Context: an optimization exercise on an open-source flow, tuned for small area, a short achievable clock period and few clock cycles per item. The choices shown serve that exercise and are no tape-out recipe.
The RTL of this run was laid out without a check of its function.
Power figures rest on the tool's default switching activity, not on a simulated workload.

**design/flow/config.mk**
```make
export PLATFORM = sky130hd
export DESIGN_NAME = filet_dec
export DESIGN_NICKNAME = filet_dec
export VERILOG_FILES = /design/flow/design.v
export SDC_FILE = /design/flow/constraint.sdc
export NUM_CORES = 4
export LEC_CHECK = 0
export CAP_MARGIN = 20
export CORE_MARGIN = 2
export CORE_UTILIZATION = 40
export SLEW_MARGIN = 20
```
**design/flow/constraint.sdc**
```tcl
create_clock -name core_clock -period 24.0 [get_ports {clk}]
set_input_delay 4.8000 -clock core_clock [delete_from_list [all_inputs] [get_ports {clk}]]
set_output_delay 4.8000 -clock core_clock [all_outputs]
set_load 0.01 [all_outputs]
```
**design/flow/design.v**
```verilog
module filet_dec (
    input  wire        clk,
    input  wire        rst,           
    input  wire        in_valid,
    output wire        in_ready,
    input  wire [31:0] in_data,
    input  wire        in_last,       
    input  wire [1:0]  cfg_depth,     
    input  wire [12:0] cfg_len0,      
    input  wire [12:0] cfg_len1,      
    input  wire [12:0] cfg_len2,      
    output reg         out_valid,
    input  wire        out_ready,
    output reg  [19:0] out_data,
    output reg         out_eos,       
    output reg         out_eol,       
    output reg         out_err        
);
    localparam S_IDLE  = 3'd0;        
    localparam S_HDR   = 3'd1;        
    localparam S_SMP   = 3'd2;        
    localparam S_END   = 3'd3;        
    localparam S_FLUSH = 3'd4;        
    localparam S_DRAIN = 3'd5;        
    reg         kv;                   
    reg  [19:0] k_data;
    reg         k_eos, k_eol, k_err;
    wire        en = !kv;             
    reg  [2:0]  st;
    reg  [31:0] wa, wb, wc;           
    reg  [1:0]  nw;                   
    reg  [4:0]  p;                    
    reg         got_last;             
    reg         in_rdy;
    reg  [1:0]  dep;
    reg  [12:0] len1, len2;           
    reg  [12:0] srem;                 
    reg  [4:0]  blk;                  
    reg         first;                
    reg  [4:0]  k;
    reg  [5:0]  e;
    reg         verb;
    assign in_ready = in_rdy;
    wire        fire = in_valid && in_rdy;
    wire        d10 = (dep == 2'd0);
    wire        d12 = (dep == 2'd1);
    wire [4:0]  bval = d10 ? 5'd10 : d12 ? 5'd12 : 5'd20;
    wire [95:0] bufw = {wa, wb, wc} << p;
    wire [44:0] win  = bufw[95:51];
    reg  [4:0]  m;
    integer i;
    always @* begin
        m = 5'd24;
        for (i = 23; i >= 0; i = i - 1)
            if (!win[44 - i]) m = i;
    end
    wire        esc = (m == 5'd24);
    reg  [5:0]  clen;
    always @* begin
        if (st == S_HDR)  clen = 6'd11;
        else if (verb)    clen = {1'b0, bval};
        else if (esc)     clen = 6'd25 + {1'b0, bval};
        else              clen = {1'b0, m} + {1'b0, k} + 6'd1;
    end
    wire [6:0]  sum  = {2'b0, p} + {1'b0, clen};
    wire        fits = ({nw, 5'd0} >= sum);
    wire        parse    = (st == S_HDR || st == S_SMP) && en;
    wire        step     = parse && fits;
    wire        short    = parse && !fits && got_last;
    wire [4:0]  h_k      = win[38:34];
    wire        hdr_bad  = (h_k != 5'd31) && (h_k > bval);
    wire        seq_end  = (srem == 13'd1);
    wire        line_end = seq_end && (len1 == 13'd0);
    wire [31:0] rest    = wa << p;
    wire        pad_ok  = (nw == 2'd0) || (nw == 2'd1 && p != 5'd0 && rest == 32'd0);
    wire [1:0]  drop = step ? sum[6:5] : 2'd0;
    wire [1:0]  nw_d = nw - drop;
    wire        keep = (st == S_IDLE || st == S_HDR || st == S_SMP || st == S_END);
    wire        wr   = fire && keep;
    reg  [2:0]  st_n;
    reg         gl_n;
    reg  [1:0]  nw_n;
    always @* begin
        st_n = st;
        gl_n = got_last || (fire && in_last);
        nw_n = nw_d + {1'b0, wr};
        case (st)
        S_IDLE:  if (fire) st_n = S_HDR;
        S_HDR:   if (short || (step && hdr_bad)) st_n = S_FLUSH;
                 else if (step) st_n = S_SMP;
        S_SMP:   if (short) st_n = S_FLUSH;
                 else if (step) st_n = line_end ? S_END :
                                       (seq_end || blk == 5'd31) ? S_HDR : S_SMP;
        S_END:   if (en) st_n = got_last ? S_IDLE : S_DRAIN;
        S_FLUSH: if (en && line_end) st_n = S_DRAIN;
        default: if (got_last) st_n = S_IDLE;
        endcase
        if (st_n == S_IDLE && st != S_IDLE) begin
            gl_n = 1'b0;
            nw_n = 2'd0;
        end
    end
    always @(posedge clk) begin
        if (rst) begin
            st       <= S_IDLE;
            nw       <= 2'd0;
            got_last <= 1'b0;
            in_rdy   <= 1'b1;
        end else begin
            st       <= st_n;
            nw       <= nw_n;
            got_last <= gl_n;
            in_rdy   <= (st_n == S_IDLE) ||
                        (!gl_n && (st_n == S_FLUSH || st_n == S_DRAIN || nw_n != 2'd3));
        end
    end
    always @(posedge clk) begin
        case (drop)
        2'd0: ;
        2'd1: begin wa <= wb; wb <= wc; end
        default: wa <= wc;
        endcase
        if (wr) begin
            if (nw_d == 2'd0) wa <= in_data;
            if (nw_d == 2'd1) wb <= in_data;
            if (nw_d == 2'd2) wc <= in_data;
        end
    end
    always @(posedge clk) begin
        if (st == S_IDLE) begin
            p     <= 5'd0;
            dep   <= cfg_depth;
            len1  <= cfg_len1;
            len2  <= cfg_len2;
            srem  <= cfg_len0;
            blk   <= 5'd0;
            first <= 1'b1;
        end else begin
            if (step) p <= sum[4:0];
            if (step && st == S_HDR) begin
                e    <= win[44:39];
                k    <= h_k;
                verb <= (h_k == 5'd31);
            end
            if ((step && st == S_SMP) || (en && st == S_FLUSH)) begin
                first <= seq_end;
                blk   <= seq_end ? 5'd0 : blk + 5'd1;
                srem  <= seq_end ? len1 : srem - 13'd1;
                if (seq_end) begin
                    len1 <= len2;
                    len2 <= 13'd0;
                end
            end
        end
    end
    reg         r2v, r2eos, r2eol, r2err, r2ss, r2verb, r2esc;
    reg  [1:0]  r2dep;
    reg  [4:0]  r2m;
    reg  [21:0] r2x;
    wire [44:0] winm = win << ((verb || st != S_SMP) ? 5'd0 : m);
    always @(posedge clk) begin
        if (rst) begin
            r2v <= 1'b0;
        end else if (en) begin
            r2v    <= (step && st == S_SMP) || st == S_FLUSH;
            r2eos  <= seq_end;
            r2eol  <= line_end;
            r2err  <= (st == S_FLUSH);
            r2ss   <= first;
            r2verb <= verb || st == S_FLUSH;
            r2esc  <= esc;
            r2dep  <= dep;
            r2m    <= m;
            r2x    <= winm[44:23];
        end
    end
    wire        x10 = (r2dep == 2'd0);
    wire        x12 = (r2dep == 2'd1);
    wire [20:0] rem = (k == 5'd0) ? 21'd0 : (r2x[20:0] >> (5'd21 - k));
    wire [24:0] urice = ({20'd0, r2m} << k) | {4'd0, rem};
    wire [20:0] uesc  = x10 ? {10'd0, r2x[21:11]} : x12 ? {8'd0, r2x[21:9]} : r2x[21:1];
    wire [19:0] yverb = x10 ? {10'd0, r2x[21:12]} : x12 ? {8'd0, r2x[21:10]} : r2x[21:2];
    wire [24:0] u     = r2esc ? {4'd0, uesc} : urice;
    wire        endok = got_last && pad_ok;
    reg         r3v, r3eos, r3eol, r3err, r3ss, r3verb, r3s, r3big;
    reg  [1:0]  r3dep;
    reg  [19:0] r3h;
    reg  [5:0]  r3e;
    always @(posedge clk) begin
        if (rst) begin
            r3v <= 1'b0;
        end else if (en) begin
            r3v    <= r2v;
            r3eos  <= r2eos;
            r3eol  <= r2eol;
            r3err  <= r2err || (st == S_END && !endok);
            r3ss   <= r2ss;
            r3verb <= r2verb;
            r3dep  <= r2dep;
            r3e    <= e;
            r3h    <= r2verb ? yverb : u[20:1];
            r3s    <= !r2verb && u[0];
            r3big  <= !r2verb && (u[24:21] != 4'd0);
        end
    end
    wire [6:0]  stp  = {r3e, 1'b1};
    wire [26:0] prod = r3h * stp + (r3s ? {20'd0, stp} : 27'd0);
    wire        sat  = r3big || (prod[26:20] != 7'd0);
    reg         r4v, r4eos, r4eol, r4err, r4ss, r4verb, r4neg;
    reg  [1:0]  r4dep;
    reg  [20:0] r4d;
    always @(posedge clk) begin
        if (rst) begin
            r4v <= 1'b0;
        end else if (en) begin
            r4v    <= r3v;
            r4eos  <= r3eos;
            r4eol  <= r3eol;
            r4err  <= r3err;
            r4ss   <= r3ss;
            r4verb <= r3verb;
            r4neg  <= r3s;
            r4dep  <= r3dep;
            r4d    <= r3verb ? {1'b0, r3h} : sat ? 21'h100000 : {1'b0, prod[19:0]};
        end
    end
    wire        y10 = (r4dep == 2'd0);
    wire        y12 = (r4dep == 2'd1);
    wire [19:0] init = y10 ? 20'h00200 : y12 ? 20'h00800 : 20'h80000;
    wire [19:0] top  = y10 ? 20'h003FF : y12 ? 20'h00FFF : 20'hFFFFF;
    wire [19:0] base = r4ss ? init : out_data;
    wire [21:0] diff = {2'b0, base} - {1'b0, r4d};
    wire [20:0] plus = {1'b0, base} + r4d;
    wire        over = y10 ? (plus[20:10] != 11'd0) :
                       y12 ? (plus[20:12] != 9'd0) : plus[20];
    wire [19:0] y    = r4verb ? r4d[19:0] :
                       r4neg  ? (diff[21] ? 20'd0 : diff[19:0]) :
                                (over ? top : plus[19:0]);
    wire        push = en && r4v;
    wire        ofree = !out_valid || out_ready;
    always @(posedge clk) begin
        if (rst) begin
            out_valid <= 1'b0;
            kv        <= 1'b0;
        end else if (ofree) begin
            out_valid <= kv || push;
            kv        <= 1'b0;
        end else if (push) begin
            kv        <= 1'b1;
        end
    end
    always @(posedge clk) begin
        if (ofree) begin
            if (kv) begin
                out_data <= k_data;
                out_eos  <= k_eos;
                out_eol  <= k_eol;
                out_err  <= k_err;
            end else if (push) begin
                out_data <= y;
                out_eos  <= r4eos;
                out_eol  <= r4eol;
                out_err  <= r4err;
            end
        end
        if (push) begin
            k_data <= y;
            k_eos  <= r4eos;
            k_eol  <= r4eol;
            k_err  <= r4err;
        end
    end
endmodule
```
**design/flow/run.sh**
```bash
#!/bin/bash
# synth_recipe.tcl (not shown) runs the flow's synth.tcl, then flattens the netlist and writes it again
# the make line also repeats each setting of config.mk as NAME=value (left out here)
make -C /OpenROAD-flow-scripts/flow DESIGN_CONFIG=/design/flow/config.mk WORK_HOME=/design/flow/orfs CLKGATE_MAP_FILE= SYNTH_SCRIPT=/design/flow/synth_recipe.tcl finish
```
==> summary.txt <==
critical path: cells and delay by family (launching register included):
kind                     cells  cell delay [ps]
AO/OA/AOI/OAI               14             3890
XOR/XNOR                     3              720
adder cells (fa/ha/maj)      5             1350
buffers and inverters        4             1920
flip-flops                   1              710
multiplexers                 1              420
AND/OR/NAND/NOR              8             1450
synthesized netlist by cell type (84+ instances only):
| cell type | number |
|---|---|
| inv_1 | 178 |
| dfxtp_1 | 87 |
| mux4_2 | 103 |
| and2_1 | 117 |
| a21oi_1 | 175 |
| mux2i_1 | 220 |
| fa_1 | 100 |
| nand2_1 | 405 |
| o21ai_0 | 169 |
| edfxtp_1 | 230 |
| nor2_1 | 282 |
| clkbuf_1 | 161 |
| mux2_2 | 84 |
| ha_1 | 124 |
per-stage QoR:
step | worst slack (ps) | util, %
after floorplan | 14310 | -
final | 13380 | 43.6
after global routing | 12510 | 43.6
after global placement | 13650 | 41.9
after detailed placement | 13480 | 42.0
after CTS | 13450 | 43.6
final cells by class:
type                       instances  area (um2)  area share [%]
timing repair buffer             140        1310            3.81
tap                             1050        1310            3.83
clock inverter                    24         302           0.880
inverter                         188         706            2.06
sequential                       317        8660            25.3
clock buffer                      43         980            2.86
multi-input combinational       2713       21000            61.3
antenna                            3        7.51          0.0219
registers in the layout (all words and copies together) (netlist names), 3 cells and up:
name and cells:
blk 5, wa 32, r4d 21, r2m 5, wc 32, p 5
srem 13, r2x 22, len2 13, r3e 6, k 5, r3h 20
st 3, e 6, len1 13, out_data 20, wb 32, k_data 20
power breakdown:
group	switching (mW)	internal [mW]
sequential	0.296	0.744
clock	0.243	0.351
combinational	1.25	0.884
layer usage:
metal / up-vias / global-route usage, % / wire length, um
li1: 12647 / - / -
met1: 13138 / 32.8 / 42400
met2: 1275 / 39.0 / 46500
met3: 269 / 3.76 / 7530
met4: 0 / 11.4 / 5280
met5: - / 0 / 0
logic make-up after synthesis:
logic type               count (synthesis)  synth area share [%]
adder cells (fa/ha/maj)                224                  11.3
flip-flops                             317                  27.4
AND/OR/NAND/NOR                       1129                  16.7
multiplexers                           410                  17.5
AO/OA/AOI/OAI                          880                  19.0
XOR/XNOR                                70                  2.00
buffers and inverters                  447                  6.20
worst min path at each step:
| stage | startpoint | endpoint | cells after the start |
|---|---|---|---|
| finish | e[5] | r3e[5] | 0 |
| global route | r3dep[1] | r4dep[1] | 0 |
| CTS | e[5] | r3e[5] | 0 |
| detailed placement | r3ss | r4ss | 0 |
| global placement | e[0] | r3e[0] | 0 |
| floorplan | e[0] | r3e[0] | 0 |
==> flow_summary.json <==
{
  "power.total_mw": 3.77,
  "fin_crit_sh_pct": 44.3,
  "total_leakage_power_nw": 12.8,
  "placed_instance_area_um2": 33000,
  "antenna_found_initial": 4,
  "clock.fmax_mhz": 94.1,
  "worst_r2r_endpoint": "wa[12]",
  "drt-pass1-iter-count": 6,
  "layout.cell_area.non_filler_um2": 34300,
  "cts-resized-gates": 0,
  "first_iter_violations": 2925,
  "postSynthNetCount": 3779,
  "filler_cell_count": 7750,
  "r2r_slack_ps": 13380,
  "post-cts-setup-buffers": 0,
  "floorplan.die_area_um2": 81200,
  "area_delta_synth_final_pct": 8.57,
  "route.detailed.drc": 0,
  "die_w_um": 285,
  "status": "no timing/DRC/antenna violations",
  "cell_taking_the_most_area_after_synthesis": "edfxtp_1",
  "clock_path_buffers": 3,
  "tns_ps": 0,
  "port_buffers": 102,
  "floorplan.core_area_um2": 78600,
  "clock-sinks": 317,
  "netlist.area_leader.share_pct": 21.9,
  "worst_path_most_repeated_cell": "ha_1",
  "synth_top_flop_cell": "edfxtp_1",
  "tritoncts": "done",
  "cts-buffers-inserted": 37,
  "total_placed_cells_including_tap_cells": 4408,
  "synth.avg_cell_area_um2": 9.08,
  "async_flop_share_pct": 0,
  "layout_common_cells": "nand2_1 (405), nor2_1 (278), edfxtp_1 (230), mux2i_1 (220), inv_1 (177)",
  "setup_repair_after_global_routing_missed_its_margin": "no",
  "clock_insertion_delay_worst_skew_ps": 570,
  "yosys.cell_types.count": 105,
  "detail-route-antenna-nets": 0,
  "globalplace.congestion": 0.973,
  "worst_pin_slew_ps": 1100,
  "final_nets": 3699,
  "post_drt_wl_per_cell_um": 22.7,
  "synth.yosys.warnings": 1,
  "criticalPathCategory": "flop to flop",
  "worstSetupStartpointType": "flop",
  "crit_required_ps": 24510,
  "clk_pin_slew_ps": 60,
  "vias_per_cell": 6.10,
  "dieHeight_um": 285,
  "yosys-top-cells-area": "edfxtp_1 (22%), mux4_2 (7.3%), mux2i_1 (7.0%)",
  "cts.root.buffer_cell": "clkbuf_16",
  "r2r-start": "p[1]",
  "critical_path.max_stage_delay_ps": 750,
  "worstSetupEndpoint": "wa[12]",
  "synth_enable_flop_cells": 230,
  "detailedPlacementHpwl_mm": 75.9,
  "ctsHtreeMaxLevel": 2,
  "final_period_minus_worst_setup_slack_ps": 10620,
  "critPathArrivalTime_ps": 11130,
  "final_common_cell": "nand2_1",
  "hold-worst-slack_ps": 413,
  "power-per-cell-area_nw_per_um2": 110,
  "wl_mm": 102,
  "setup_viol_count_final": 0,
  "min_path_type": "flop to flop",
  "cts_hold_buf": 0,
  "yosys_register_bits": 317,
  "grt_pass1_vias": 26352,
  "grt_start_max_net_pins": 74,
  "drive_above_1_share_pct": 10.3,
  "fin_cells": 4478,
  "detailroute.via_count": 27329,
  "mappedNetlistArea_um2": 31600,
  "syn-instance-count": 3477,
  "worstRegToRegCells": 35,
  "synth_seq_area_share_pct": 27.4,
  "slew_headroom_pct": 26.7,
  "io_pins": 103,
  "crit_path_max_fanout": 58,
  "crit_slowest_cell": "buf_4",
  "hold_violations_final": 0,
  "rows": 103,
  "timing.critical_path.to_type": "flop",
  "max_cap_viol_count": 0,
  "globalRouteOverflowTotal": 0,
  "report.final.slew_viol_count": 0,
  "max-vdd-ir-drop_mv": 0.0682,
  "startpoint": "p[1]",
  "fin_skew_ps": 38.7,
  "globalRouteTotalUtil_pct": 24.5,
  "wire_length_of_the_first_global_routing_pass_mm": 158,
  "floorplan.initialDensity_pct": 40.2
}

[re-timing with driven ports]
Ports are ideal in the flow. The routed layout listed here was re-timed in OpenROAD.
Step 1 (the two cells are an assumption about what drives the block):
set clk [get_ports {clk}]
set_driving_cell -lib_cell sky130_fd_sc_hd__clkbuf_16 $clk
set_driving_cell -lib_cell sky130_fd_sc_hd__buf_2 [delete_from_list [all_inputs] $clk]
Step 2 times the ports against the registers' clock, not the clock port: input delays grow and output delays shrink by t, the midpoint of the rising clock arrivals with the driver on.
Three values: no drivers, after step 1, after step 2; two values: the first two.
t, ns: 0.616
setup slack, ns: 13.376 / 13.376 / 13.376
worst setup path after step 2: register to register
After both steps setup and hold are still met in this run. For this run, drivers alone change the setup slack by 0.000 ns; drivers and shift together by 0.000 ns.
